From an optimization exercise on the open Yosys and OpenROAD flow, aimed at small area, a short achievable clock period and few clock cycles per item; shortcuts taken in it are not production practice. In this exercise RTL edits were held to simulation tests only and were not proved equivalent to the original.

run 3:
==> flow/design.v (excerpt) <==
module key_cmac (
    input  wire         clk,
    input  wire         rst,
    input  wire         start,
    output wire         ready,
    output reg          done,
    input  wire [255:0] key,      
    input  wire [511:0] data,     
    input  wire [6:0]   len,      
    output wire [127:0] mac       
);
Size: roughly 6200 cells after synthesis, ~55000 um^2 of cells after synthesis.
clock: 10.0 ns
lec_check: 0
cap_margin: 20
core_margin: 2
core_utilization: 65
setup_slack_margin: 4
slew_margin: 20
synth_hierarchical: 1
standard.sh (not shown) runs the stock make flow with config.mk's settings and CLKGATE_MAP_FILE= SYNTH_SCRIPT=/design/flow/synth_recipe.tcl, a recipe that flattens the netlist after the stock synthesis.
==> flow/flow/run.sh <==
#!/bin/bash
# Layout flow: the standard flow (standard.sh) with two changes:
#  - synthesis: ABC maps with flow/abc.script (area-recovering &nf mapping;
#    flow/abc_sbox.script for the S-box module) instead of ORFS's
#    abc_speed.script, and without the 3-input xor/xnor cells; everything
#    else (synth_recipe.tcl: register mapping, flattening, renaming) is
#    unchanged;
#  - the port buffers are buf_1 cells (buffer_ports -buffer_cell).
# Each tool's log stays under orfs/logs; make's own output is in flow_make.log.
set -euo pipefail
WORK="$(cd "$(dirname "${BASH_SOURCE[0]}")/.." && pwd)"
cd "$WORK"
sed -e "s#SYNTH_SCRIPT=[^ ]*#SYNTH_SCRIPT=$WORK/flow/synth.tcl 'BUFFER_PORTS_ARGS=-buffer_cell sky130_fd_sc_hd__buf_1'#" \
    standard.sh > "$WORK/flow_standard.sh"
grep -q "SYNTH_SCRIPT=$WORK/flow/synth.tcl" "$WORK/flow_standard.sh"
export MY_ABC_SCRIPT="$WORK/flow/abc.script"
export MY_ABC_SBOX_SCRIPT="$WORK/flow/abc_sbox.script"
export FLOW_SYNTH_TCL="$WORK/synth_recipe.tcl"
bash "$WORK/flow_standard.sh" > "$WORK/flow_make.log" 2>&1
==> flow/flow/abc.script <==
&get -n
&st
&dch
&nf
&put
topo
==> flow/flow/abc_sbox.script <==
&get -n
&st
&dch
&nf -R 1000
&put
topo
==> flow/flow/synth.tcl <==
# The standard flow's synthesis script, with ABC's mapping script replaced by
# flow/abc.script (flow/abc_sbox.script for the S-box module) and the
# 3-input xor/xnor cells kept out of ABC's mapping
proc abc {args} {
  set i [lsearch -exact $args -script]
  foreach c {xor3_1 xor3_2 xor3_4 xnor3_1 xnor3_2 xnor3_4} {
    lappend args -dont_use sky130_fd_sc_hd__$c
  }
  if {$i < 0} {
    yosys abc {*}$args
    return
  }
  set sbox $args
  lset sbox [expr {$i + 1}] $::env(MY_ABC_SBOX_SCRIPT)
  lset args [expr {$i + 1}] $::env(MY_ABC_SCRIPT)
  yosys abc {*}$sbox aes_sbox
  yosys abc {*}$args * aes_sbox %d
}
source $::env(FLOW_SYNTH_TCL)
Run 3: no failed stages, no open violations at the end
Testbench counts of run 3, summed over its fixed seeds: cycles 17,345, items 384.
diff inputs: run 3 => run 2
diff --git a/flow/flow/run.sh b/flow/flow/run.sh
--- a/flow/flow/run.sh
+++ b/flow/flow/run.sh
@@ -4,5 +4,5 @@
 #    flow/abc_sbox.script for the S-box module) instead of ORFS's
-#    abc_speed.script, and without the 3-input xor/xnor cells; everything
-#    else (synth_recipe.tcl: register mapping, flattening, renaming) is
-#    unchanged;
+#    abc_speed.script, without the 3-input xor/xnor cells and without
+#    yosys's half/full adder extraction; everything else (synth_recipe.tcl:
+#    register mapping, flattening, renaming) is unchanged;
 #  - the port buffers are buf_1 cells (buffer_ports -buffer_cell).
diff --git a/flow/flow/synth.tcl b/flow/flow/synth.tcl
--- a/flow/flow/synth.tcl
+++ b/flow/flow/synth.tcl
@@ -1,4 +1,5 @@
 # The standard flow's synthesis script, with ABC's mapping script replaced by
-# flow/abc.script (flow/abc_sbox.script for the S-box module) and the
-# 3-input xor/xnor cells kept out of ABC's mapping
+# flow/abc.script (flow/abc_sbox.script for the S-box module), the 3-input
+# xor/xnor cells kept out of ABC's mapping, and no half/full adder
+# extraction (ABC maps that logic with the rest)
 proc abc {args} {
@@ -18,2 +19,3 @@
 }
+proc extract_fa {args} {}
 source $::env(FLOW_SYNTH_TCL)
[summary]
- The final layouts of run 3 and run 2 pass the timing, design-rule and antenna checks.
- Looking only at critical path depth, and setting everything else aside, the higher value of run 3 and run 2 goes to run 3.
- Run 2 vs. run 3: routed length per instance shrank by about 0.8%; multiplexer fraction of the synthesized cell area lost 5.2 points; post-synthesis average cell area went down; synthesized cell count shows an increase of 4.7%.
- Met3 track utilization from global routing in run 2 vs run 3: up 2.6 points
- The run with more routed wire is run 2, not run 3.


Another version of the RTL of key_cmac (not shown whole).
Size: ~530 flip-flops, roughly 910 I/O pins, about 54,000 um^2 of cells after synthesis.
## key_cmac
module key_cmac (
    input  wire         clk,
    input  wire         rst,
    input  wire         start,
    output wire         ready,
    output reg          done,
    input  wire [255:0] key,      
    input  wire [511:0] data,     
    input  wire [6:0]   len,      
    output wire [127:0] mac       
);
==> flow/config.mk <==
export PLATFORM = sky130hd
export DESIGN_NAME = key_cmac
export DESIGN_NICKNAME = key_cmac
export VERILOG_FILES = /design/flow/design.v
export SDC_FILE = /design/flow/constraint.sdc
export NUM_CORES = 8
export LEC_CHECK = 0
export CAP_MARGIN = 20
export CORE_MARGIN = 2
export CORE_UTILIZATION = 55
export SETUP_SLACK_MARGIN = 4
export SLEW_MARGIN = 20
export SYNTH_HIERARCHICAL = 1
==> flow/constraint.sdc <==
create_clock -name core_clock -period 10.0 [get_ports {clk}]
set_input_delay 2.0000 -clock core_clock [delete_from_list [all_inputs] [get_ports {clk}]]
set_output_delay 2.0000 -clock core_clock [all_outputs]
set_load 0.01 [all_outputs]
==> flow/flow/run.sh <==
#!/bin/bash
# Layout flow: the standard flow (standard.sh) with two changes:
#  - synthesis: ABC maps with flow/abc.script (area-recovering &nf mapping;
#    flow/abc_sbox.script for the S-box module) instead of ORFS's
#    abc_speed.script, without the 3-input xor/xnor cells and without
#    yosys's half/full adder extraction; everything else (synth_recipe.tcl:
#    register mapping, flattening, renaming) is unchanged;
#  - the port buffers are buf_1 cells (buffer_ports -buffer_cell).
# Each tool's log stays under orfs/logs; make's own output is in flow_make.log.
set -euo pipefail
WORK="$(cd "$(dirname "${BASH_SOURCE[0]}")/.." && pwd)"
cd "$WORK"
sed -e "s#SYNTH_SCRIPT=[^ ]*#SYNTH_SCRIPT=$WORK/flow/synth.tcl 'BUFFER_PORTS_ARGS=-buffer_cell sky130_fd_sc_hd__buf_1'#" \
    standard.sh > "$WORK/flow_standard.sh"
grep -q "SYNTH_SCRIPT=$WORK/flow/synth.tcl" "$WORK/flow_standard.sh"
export MY_ABC_SCRIPT="$WORK/flow/abc.script"
export MY_ABC_SBOX_SCRIPT="$WORK/flow/abc_sbox.script"
export FLOW_SYNTH_TCL="$WORK/synth_recipe.tcl"
bash "$WORK/flow_standard.sh" > "$WORK/flow_make.log" 2>&1
==> flow/flow/synth.tcl <==
# The standard flow's synthesis script, with ABC's mapping script replaced by
# flow/abc.script (flow/abc_sbox.script for the S-box module), the 3-input
# xor/xnor cells kept out of ABC's mapping, and no half/full adder
# extraction (ABC maps that logic with the rest)
proc abc {args} {
  set i [lsearch -exact $args -script]
  foreach c {xor3_1 xor3_2 xor3_4 xnor3_1 xnor3_2 xnor3_4} {
    lappend args -dont_use sky130_fd_sc_hd__$c
  }
  if {$i < 0} {
    yosys abc {*}$args
    return
  }
  set sbox $args
  lset sbox [expr {$i + 1}] $::env(MY_ABC_SBOX_SCRIPT)
  lset args [expr {$i + 1}] $::env(MY_ABC_SCRIPT)
  yosys abc {*}$sbox aes_sbox
  yosys abc {*}$args * aes_sbox %d
}
proc extract_fa {args} {}
source $::env(FLOW_SYNTH_TCL)
Scripts as last shown in full above: flow/flow/abc.script, flow/flow/abc_sbox.script
Testbench counts at the start, summed over its fixed seeds: cycles 17,345, items 384.
==> next run, changes <==
--- a/flow/config.mk
+++ b/flow/config.mk
@@ -10 +10 @@
-export CORE_UTILIZATION = 55
+export CORE_UTILIZATION = 65
Area after synthesis is unchanged.
Flip-flop and latch count does not change.

## what the ideal ports hide
No port has a modelled driver above. Below, the same layouts with a new extraction and two added sets of constraints. Step 1, drivers: a clkbuf_16 drives clk and a buf_2 each remaining input, both assumed. Step 2 adds t to the input delays and takes it off the output delays; t is the mean of the earliest and latest rising clock arrival at the registers after step 1. Input paths then give back, and output paths get back, about the clock's delay inside the block. Slacks: ideal ports / drivers / drivers and shift; pairs: ideal ports / drivers.
| run | shift t [ns] | setup WS [ns] | hold WS [ns] | pins driven straight from the clock port |
|---|---|---|---|---|
| run 3 | 0.743 | 3.972 / 3.972 / 3.972 | 0.516 / 0.516 / 0.516 | 1 |
| run 2 | 0.747 | 3.969 / 3.969 / 3.969 | 0.522 / 0.522 / 0.522 | 1 |
| the first run of note 2 | 0.728 | 4.159 / 4.159 / 4.159 | 0.484 / 0.484 / 0.484 | 1 |
| the second run of note 2 | 0.728 | 3.940 / 3.940 / 3.940 | 0.496 / 0.496 / 0.496 | 1 |
After both steps every run listed still meets setup and hold.
